From an optimization exercise on the open Yosys and OpenROAD flow, aimed at small area and a short achievable clock period; shortcuts taken in it are not production practice. Only simulation tests tie the RTL to the original design; equivalence was not proved. Power and IR drop assume default switching activity.

[flow/config.mk]
export PLATFORM = sky130hd
export DESIGN_NAME = capu
export DESIGN_NICKNAME = capu
export VERILOG_FILES = /design/flow/design.v
export SDC_FILE = /design/flow/constraint.sdc
export NUM_CORES = 4
export LEC_CHECK = 0
export CAP_MARGIN = 30
export CORE_MARGIN = 2
export CORE_UTILIZATION = 40
export SLEW_MARGIN = 30
[flow/constraint.sdc]
create_clock -name core_clock -period 18.0 [get_ports {clk}]
set_input_delay 3.6000 -clock core_clock [delete_from_list [all_inputs] [get_ports {clk}]]
set_output_delay 3.6000 -clock core_clock [all_outputs]
set_load 0.01 [all_outputs]
[flow/design.v]
module capu (
    input  wire        clk,
    input  wire [31:0] cur,           
    input  wire [31:0] w1,            
    input  wire [31:0] disp,          
    input  wire [1:0]  size,          
    output reg  [33:0] base,          
    output reg  [33:0] top,
    output reg  [33:0] rep_lo,
    output reg  [33:0] rep_hi,
    output reg  [33:0] addr,          
    output reg         in_bounds,     
    output reg         rep_ok,        
    input  wire [32:0] b0,            
    input  wire [32:0] t0,
    output reg  [4:0]  enc_e,
    output reg  [9:0]  enc_b,
    output reg  [9:0]  enc_t,
    output reg  [32:0] enc_base,
    output reg  [32:0] enc_top
);
    localparam signed [33:0] TWO32 = 34'sh1_0000_0000;
    wire [4:0] e      = w1[31:27];
    wire       sealed = w1[6];
    wire [9:0] bm     = sealed ? {w1[26:20], 3'b000} : w1[26:17];
    wire [9:0] tm     = sealed ? {w1[19:13], 3'b000} : w1[16:7];
    reg signed [33:0] d_base, d_top, d_rlo, d_rhi, blk, bblk, lim;
    reg        [31:0] cblk;
    reg        [9:0]  cpos;
    reg        [9:0]  len;
    always @(*) begin
        len  = tm - bm;                                   
        lim  = 34'sd0;
        cblk = cur >> (e + 5'd10);
        cpos = cur >> e;
        blk  = 34'sd1 <<< (e + 5'd10);
        bblk = (cpos >= bm) ? $signed({2'b00, cblk}) : $signed({2'b00, cblk}) - 34'sd1;
        if (e == 5'd22) begin
            d_base = $signed({24'd0, bm}) <<< 22;
            d_top  = (tm == 10'd0) ? TWO32 : ($signed({24'd0, tm}) <<< 22);
            d_rlo  = 34'sd0;
            d_rhi  = TWO32;
        end else begin
            d_base = (bblk <<< (e + 5'd10)) + ($signed({24'd0, bm}) <<< e);
            d_top  = d_base + ($signed({24'd0, len}) <<< e);
            d_rlo  = d_base;
            lim    = d_base + blk;
            d_rhi  = (lim < TWO32) ? lim : TWO32;
        end
    end
    wire signed [33:0] a    = $signed({2'b00, cur}) + $signed({{2{disp[31]}}, disp});
    wire signed [33:0] a_hi = a + (34'sd1 <<< size);
    always @(posedge clk) begin
        base      <= d_base;
        top       <= d_top;
        rep_lo    <= d_rlo;
        rep_hi    <= d_rhi;
        addr      <= a;
        in_bounds <= (d_base <= a) && (a_hi <= d_top);
        rep_ok    <= (d_rlo <= a) && (a < d_rhi);
    end
    reg [4:0]  x_e;
    reg [32:0] x_lo, x_hi;
    reg [32:0] lo_k, hi_k;
    reg        found;
    integer    k;
    always @(*) begin
        found = 1'b0;
        x_e   = 5'd22;
        x_lo  = b0 >> 22;
        x_hi  = ({1'b0, t0} + 34'h3F_FFFF) >> 22;
        for (k = 0; k < 22; k = k + 1) begin
            lo_k = b0 >> k;
            hi_k = ({1'b0, t0} + ((34'd1 << k) - 34'd1)) >> k;
            if (!found && (hi_k - lo_k <= 33'd960)) begin
                found = 1'b1;
                x_e   = k[4:0];
                x_lo  = lo_k;
                x_hi  = hi_k;
            end
        end
    end
    always @(posedge clk) begin
        enc_e    <= x_e;
        enc_b    <= x_lo[9:0];
        enc_t    <= x_hi[9:0];
        enc_base <= x_lo << x_e;
        enc_top  <= x_hi << x_e;
    end
endmodule
[flow/run.sh]
#!/bin/bash
# synth_recipe.tcl (not shown) runs the flow's synth.tcl, then flattens the netlist and writes it again
# the make line also repeats each setting of config.mk as NAME=value (left out here)
make -C /OpenROAD-flow-scripts/flow DESIGN_CONFIG=/design/flow/config.mk WORK_HOME=/design/flow/orfs CLKGATE_MAP_FILE= SYNTH_SCRIPT=/design/flow/synth_recipe.tcl finish
==> results_dict.tcl <==
set metrics [dict create \
    synth_cell_types 116 \
    syn_nets 10600 \
    max_freq_mhz 60.1 \
    worstHoldStart "b0[27]" \
    nets 11400 \
    setup.worst_path.class "in -> reg" \
    cts-root-buf "clkbuf_16" \
    grt_max_degree 82 \
    dpl_cell_area_um2 78200 \
    slew_headroom 0.175 \
    drc_errors 0 \
    min_period_over_period 0.924 \
    setup_tns_ps 0 \
    ant_nets 0 \
    static-leakage-power_nw 34.1 \
    die-area_um2 171000 \
    synth_flop_cell "dfxtp_1" \
    grt_usage 0.499 \
    routedWlPerCell_um 35.4 \
    setup_violations 0 \
    crit_path_max_fanout 25 \
    num_rows 150 \
    dp_cells 12600 \
    worst-slew-pin-transition_ps 1230 \
    drv_slew 0 \
    grt_pass1_wl_um 610000 \
    postSynth.asyncResetShare 0 \
    antenna_found_initial 55 \
    ys_ff_latch 239 \
    area_growth_pct 18.2 \
    cts_tree "yes" \
    cp_num_buf_inv 2 \
    hp-class "in -> reg" \
    clkSinkCount 239 \
    crit_family "compound AO/OA/AOI/OAI gates" \
    start_util 0.402 \
    ctsResizeCount 0 \
    synth_area_um2 67000 \
    die_x_um 413 \
    fin_util 0.475 \
    cp-start-kind "primary input" \
    drt_wl_total_um 450000 \
    finalInstanceArea_um2 79200 \
    slowest_delay_ps 850 \
    vias_per_cell 6.98 \
    synth_edf_count 0 \
    outcome "no timing/DRC/antenna violations" \
    post_cts_buffers 0 \
    synthCells 9696 \
    path_clk_slew_ps 70 \
    critical_path.most_common_cell "a21oi_1" \
    cp-end-kind "flop" \
    hold_depth 2 \
    clk_path_buf_depth 3 \
    final_cell_count_no_fill 12700 \
    ys_warn_count 1 \
    die_h_um 413 \
    grt_pass1_vias 80700 \
    grt_overflow 0 \
    dp_hpwl_um 358000 \
    required_ps 18560 \
    power_density_nw_per_um2 66.0 \
    fin_crit_ps 16630 \
    drive_above_1_share 0.116 \
    core_area_um2 167000 \
    drtIter0Drc 13200 \
    peakVddDrop_mv 0.0794 \
    worstPathArrival_ps 17190 \
    slowest_stage "clkdlybuf4s50_1" \
    numCtsBuffers 23 \
    first_pass_iters 9 \
    globalplace.congestion 1.19 \
    holdBufCountCts 0 \
    cap_violations 0 \
    placement.io_buffers 421 \
    ys_seq_area_frac 0.0714 \
    avgSynthCellArea_um2 6.92 \
    num_vias 88500 \
    min_to "enc_base[27]" \
    rsz0062_at_grt "false" \
    pin_count 428 \
    cts_max_level 1 \
    final-hold-violation-count 0 \
    total_power_mw 5.23 \
]
[worst max path at each step]
stage / to / startpoint / cells past startpoint
final: rep_ok / cur[30] / 60
after global routing: rep_ok / cur[30] / 60
after CTS: rep_ok / cur[30] / 60
after detailed placement: rep_ok / cur[30] / 60
after global placement: rep_ok / cur[30] / 60
after floorplan: rep_ok / w1[27] / 67
[synth_stat cells (82+ instances only)]
| master | n | area (um^2) |
|---|---|---|
| nor2_1 | 1042 | 3910 |
| xor2_1 | 348 | 3050 |
| o21a_1 | 108 | 811 |
| a31oi_1 | 84 | 526 |
| nor3_1 | 306 | 1530 |
| inv_1 | 366 | 1370 |
| nand2b_1 | 179 | 1120 |
| mux2i_1 | 210 | 2100 |
| and3_1 | 104 | 651 |
| dfxtp_1 | 239 | 4780 |
| o21ai_0 | 576 | 2880 |
| a21o_1 | 217 | 1630 |
| ha_1 | 764 | 9560 |
| and2_1 | 120 | 751 |
| a211oi_1 | 111 | 833 |
| nand4_1 | 145 | 907 |
| o22ai_1 | 101 | 632 |
| nand2_1 | 978 | 3670 |
| nor2b_1 | 124 | 776 |
| nand3_1 | 305 | 1530 |
| clkbuf_1 | 355 | 1330 |
| nor4_1 | 82 | 513 |
| a21oi_1 | 672 | 3360 |
| o211ai_1 | 125 | 938 |
| xnor2_1 | 469 | 4110 |
[area by class of cell]
class	count	area, um^2
Antenna cell	46	115
Clock buffer	30	642
Fill cell	17100	87600
Inverter	385	1450
Tap cell	2204	2760
Timing Repair Buffer	1216	10200
Sequential cell	239	4780
Clock inverter	12	190
Multi-Input combinational cell	8552	59100
[cell usage in the layout (no fill, tap or decap), types with 58 or more instances in the layout]
master           instances
a211oi_1               110
a21o_1                 217
a21oi_1                672
a221oi_1                75
a22oi_1                 58
a31oi_1                 84
and2_1                 118
and3_1                 104
buf_4                  783
clkdlybuf4s50_1        393
dfxtp_1                239
ha_1                   763
inv_1                  359
mux2i_1                210
nand2_1                977
nand2b_1               179
nand3_1                305
nand4_1                145
nor2_1                1029
nor2b_1                123
nor3_1                 294
nor4_1                  71
o211ai_1               125
o21a_1                 108
o21ai_0                576
o21bai_1                59
o221ai_1                60
o22ai_1                101
o31ai_1                 58
or3_1                   79
xnor2_1                454
xor2_1                 344
[registers in the layout, summed over array words and instances (netlist names), 10 cells and up]
register / flops
rep_lo: 33
enc_t: 10
enc_b: 10
addr: 34
base: 11
enc_top: 33
enc_base: 33
rep_hi: 34
top: 34
[power by group]
group	leakage, nW	total, mW	internal (mW)	switching, mW
registers	1.99	0.753	0.681	0.0716
clock network	0.406	0.567	0.303	0.264
logic	31.7	3.91	1.51	2.40
total	34.1	5.23	2.49	2.74
[logic make-up after synthesis]
family	share of synthesized area
AOI/OAI and AO/OA	0.285
xor gates and xnor gates	0.107
adders and majority gates	0.147
buffers and inverters	0.0539
DFF	0.0714
muxes	0.0595
and+or+nand+nor	0.276
[layer usage]
layer / GRT usage / up-vias / wire length (um)
met3: 0.183 / 2174 / 57600
li1: - / 37500 / -
met2: 0.717 / 7049 / 178000
met5: 0.00678 / - / 376
met4: 0.426 / 34 / 48600
met1: 0.583 / 41800 / 165000
[per-stage QoR]
step                      setup slack, ps  hold slack, ps
after floorplan                      1980            3730
after global placement               1060            4100
after detailed placement             1130            4100
after CTS                            1690            3470
after global routing                  589            3500
final                                1370            3520

==> static timing again, ports no longer ideal <==
Ports are ideal in the flow. The routed layout listed here was re-timed in OpenROAD. Step 1 (the two cells are an assumption about what drives the block):
set clk [get_ports {clk}]
set_driving_cell -lib_cell sky130_fd_sc_hd__clkbuf_16 $clk
set_driving_cell -lib_cell sky130_fd_sc_hd__buf_2 [delete_from_list [all_inputs] $clk]
Step 2, shift: input delay + t, output delay - t, t = (earliest + latest rising clock arrival at the registers) / 2. This alone moves slack from input paths to output paths. a / b / c = ideal / step 1 / step 2; a / b = the first two.
t, ns: 0.701
setup WS [ns]: 1.373 / 1.431 / 0.730
worst hold slack (ns): 3.521 / 3.458 / 4.159
worst setup path after step 2: input to register
latest minus earliest clock arrival (ns): 0.065 / 0.066
After both steps setup and hold are still met in this run. For this run, drivers alone change the setup slack by +0.058 ns; drivers and shift together by -0.643 ns.
